Background: an optimization exercise with open tools, aiming at small area, a short achievable clock period and few clock cycles per item. Do not read the settings as production practice. Function was checked by simulation only, so behaviour that the tests miss may differ from the original.

## sr_bf16
module sr_bf16 (
    input  wire        clk,
    input  wire        rst,
    input  wire        cfg_load,
    input  wire [63:0] cfg_seed,
    input  wire [63:0] cfg_step,
    input  wire [63:0] cfg_idx_base,
    input  wire [63:0] cfg_idx_stride,
    input  wire        in_valid,
    output reg         in_ready,
    input  wire [31:0] in_data,
    output reg         out_valid,
    input  wire        out_ready,
    output reg  [15:0] out_data
);
Size in the first run: ~5900 cells after synthesis, about 310 I/O pins, about 0.064 sq mm of cells after synthesis.
Settings: LEC_CHECK=0, CAP_MARGIN=20, CORE_MARGIN=2, CORE_UTILIZATION=55, CTS_CLUSTER_DIAMETER=100, CTS_CLUSTER_SIZE=20, PLACE_DENSITY=0.7, SLEW_MARGIN=20; clock period 60.0 ns.
standard.sh (not shown) runs the stock make flow with config.mk's settings and CLKGATE_MAP_FILE= SYNTH_SCRIPT=/design/flow/synth_recipe.tcl, a recipe that flattens the netlist after the stock synthesis.
==> flow/flow/run.sh <==
#!/bin/bash
# The standard layout (standard.sh: ORFS from the standard synthesis to
# finish, unchanged), except that
# - buffer_ports gives the ports sky130_fd_sc_hd__buf_2 buffers instead of
#   the cell it picks by default;
# - before the resizing step, flow/tree.tcl rebuilds the buffering of each
#   net with 40 or more loads (the key-record load strobe and the enables it
#   drives) as a tree of buffers placed next to their loads, where
#   repair_design had built chains.
# make's output goes to flow.log; each ORFS step logs under orfs/logs/.
set -euo pipefail
export BUFFER_PORTS_ARGS="-buffer_cell sky130_fd_sc_hd__buf_2"
export PRE_RESIZE_TCL="$PWD/flow/tree.tcl"
bash standard.sh finish > flow.log 2>&1
Other scripts of this flow, unchanged in this note and not shown: flow/flow/tree.tcl
Testbench counts at the start, summed over its fixed seeds: cycles 24,056, items 24,000.
Change:
--- a/flow/design.v
+++ b/flow/design.v
@@ -171,25 +171,23 @@
     end
     reg [127:0] h3;
     always @* begin
         h3 = p3_st;
         for (j = 10; j < 13; j = j + 1)
             h3 = sr_step(h3, k0[j / 4], k1[j / 4], j);
-        h3[63:32] = add2(h3[63:32], k1[3]);
     end
     reg [127:0] p4_st;
     reg         p4_v;
     always @(posedge clk) begin
         p4_st <= h3;
         p4_v  <= !rst && !cfg_load && p3_v;
     end
     reg [127:0] h4;
     always @* begin
         h4 = p4_st;
-        h4 = sr_step_nk(h4, 13);    
-        for (j = 14; j < 16; j = j + 1)
+        for (j = 13; j < 16; j = j + 1)
             h4 = sr_step(h4, k0[j / 4], k1[j / 4], j);
     end
     wire [31:0] rnd  = h4[127:96] ^ h4[95:64] ^ h4[63:32] ^ h4[31:0];
     wire        push = p4_v;
     reg [15:0] rq [0:5];
     reg [2:0]  rq_wr, rq_rd;
What happened: The new run produced a clean layout. Synthesized cell count shrinks by 1.4%. Area after synthesis shrinks by 0.96%. Core utilization grows by 0.21 points. Final area shrinks by 1.0%. Wire length grows by 0.85%.
Testbench counts after the change, summed over its fixed seeds: cycles 24,056, items 24,000.

========
Setup of run 3:
Starting RTL as in the previous note.
// sr_bf16
module sr_bf16 (
    input  wire        clk,
    input  wire        rst,
    input  wire        cfg_load,
    input  wire [63:0] cfg_seed,
    input  wire [63:0] cfg_step,
    input  wire [63:0] cfg_idx_base,
    input  wire [63:0] cfg_idx_stride,
    input  wire        in_valid,
    output reg         in_ready,
    input  wire [31:0] in_data,
    output reg         out_valid,
    input  wire        out_ready,
    output reg  [15:0] out_data
);
    reg [63:0] seed, step, stride;
    reg [63:0] idx;           
    function [31:0] rotl;
        input [31:0] x;
        input integer n;
        begin
            rotl = (x << n) | (x >> (32 - n));
        end
    endfunction
    function [31:0] add2;
        input [31:0] x, y;
        reg [31:0] p, g, pp, gg, p2, g2;
        integer i, l;
        begin
            p = x ^ y; g = x & y; pp = p; gg = g;
            for (l = 0; l < 5; l = l + 1) begin
                g2 = gg; p2 = pp;
                for (i = 0; i < 32; i = i + 1)
                    if ((i >> l) % 2 == 1) begin
                        gg[i] = g2[i] | (p2[i] & g2[((i >> l) << l) - 1]);
                        pp[i] = p2[i] & p2[((i >> l) << l) - 1];
                    end
            end
            add2 = p ^ {gg[30:0], 1'b0};
        end
    endfunction
    function [63:0] add64;
        input [63:0] x, y;
        reg [63:0] p, g, pp, gg, p2, g2;
        integer i, l;
        begin
            p = x ^ y; g = x & y; pp = p; gg = g;
            for (l = 0; l < 6; l = l + 1) begin
                g2 = gg; p2 = pp;
  ...
==> flow/config.mk <==
export PLATFORM = sky130hd
export DESIGN_NAME = sr_bf16
export DESIGN_NICKNAME = sr_bf16
export VERILOG_FILES = /design/flow/design.v
export SDC_FILE = /design/flow/constraint.sdc
export NUM_CORES = 4
export LEC_CHECK = 0
export CAP_MARGIN = 20
export CORE_MARGIN = 2
export CORE_UTILIZATION = 60
export CTS_CLUSTER_DIAMETER = 100
export CTS_CLUSTER_SIZE = 20
export PLACE_DENSITY = 0.75
export SLEW_MARGIN = 20
==> flow/constraint.sdc <==
create_clock -name core_clock -period 60.0 [get_ports {clk}]
set_input_delay 12.0000 -clock core_clock [delete_from_list [all_inputs] [get_ports {clk}]]
set_output_delay 12.0000 -clock core_clock [all_outputs]
set_load 0.01 [all_outputs]
Scripts as last shown in full above: flow/flow/run.sh
Other scripts of this flow, unchanged in this note and not shown: flow/flow/tree.tcl
Looking at the reports, run 3 completed the entire flow and the layout it produced met the timing, DRC and antenna checks.
Testbench counts of run 3, summed over its fixed seeds: cycles 24,056, items 24,000.
Setup changes, run 3 to run 5
--- a/flow/design.v
+++ b/flow/design.v
@@ -168,31 +168,29 @@
     always @(posedge clk) begin
         p3_st <= h2;
         p3_v  <= !rst && !cfg_load && p2_v;
     end
     reg [127:0] h3;
     always @* begin
         h3 = p3_st;
         for (j = 10; j < 13; j = j + 1)
             h3 = sr_step(h3, k0[j / 4], k1[j / 4], j);
-        h3[63:32] = add2(h3[63:32], k1[3]);
     end
     reg [127:0] p4_st;
     reg         p4_v;
     always @(posedge clk) begin
         p4_st <= h3;
         p4_v  <= !rst && !cfg_load && p3_v;
     end
     reg [127:0] h4;
     always @* begin
         h4 = p4_st;
-        h4 = sr_step_nk(h4, 13);    
-        for (j = 14; j < 16; j = j + 1)
+        for (j = 13; j < 16; j = j + 1)
             h4 = sr_step(h4, k0[j / 4], k1[j / 4], j);
     end
     wire [31:0] rnd  = h4[127:96] ^ h4[95:64] ^ h4[63:32] ^ h4[31:0];
     wire        push = p4_v;
     reg [15:0] rq [0:5];
     reg [2:0]  rq_wr, rq_rd;
     wire [15:0] r_head = rq[rq_rd];
     always @(posedge clk) begin
         if (push)
## What came out
The flow did not stop early for run 5: all stages ran, and the layout cleared the timing, DRC and antenna checks.
The setup slack of run 5 is smaller than that of run 3.
Re number of multi-input combinational cells in the layout: run 5 and run 3 aren't equal, and the higher value belongs to run 3.
[run 5] met3 usage fell 0.35 points relative to run 3
Cmp run 5 vs run 3: upper clock frequency limit lower in run 5
Taking run 3 as the reference, in run 5 non-clock buffer count picked up an extra about 0.55%; utilization after layout has decreased; effective utilization at floorplan dropped 0.33 points.
Testbench counts of run 5, summed over its fixed seeds: cycles 24,056, items 24,000.

==> afterwards: timing with drivers on the ports <==
No port has a modelled driver above. Below, the same layouts with a new extraction and two added sets of constraints. Step 1 (the two cells are an assumption about what drives the block):
set clk [get_ports {clk}]
set_driving_cell -lib_cell sky130_fd_sc_hd__clkbuf_16 $clk
set_driving_cell -lib_cell sky130_fd_sc_hd__buf_2 [delete_from_list [all_inputs] $clk]
Step 2, shift: input delay + t, output delay - t, t = (earliest + latest rising clock arrival at the registers) / 2. This alone moves slack from input paths to output paths. Slacks: no drivers / after step 1 / after step 2; pairs: no drivers / after step 1.
run	shift t [ns]	setup WS [ns]	worst data-port slew with drivers (ns)
the first run of note 1	0.800	46.731 / 46.656 / 46.333	0.08
the second run of note 1	0.799	46.634 / 46.550 / 46.406	0.14
run 3	0.786	46.733 / 46.654 / 46.241	0.16
run 5	0.788	46.614 / 46.614 / 46.316	0.15
After both steps every run listed still meets setup and hold. For run 3, which loses most, drivers alone change the setup slack by -0.079 ns; drivers and shift together by -0.492 ns.
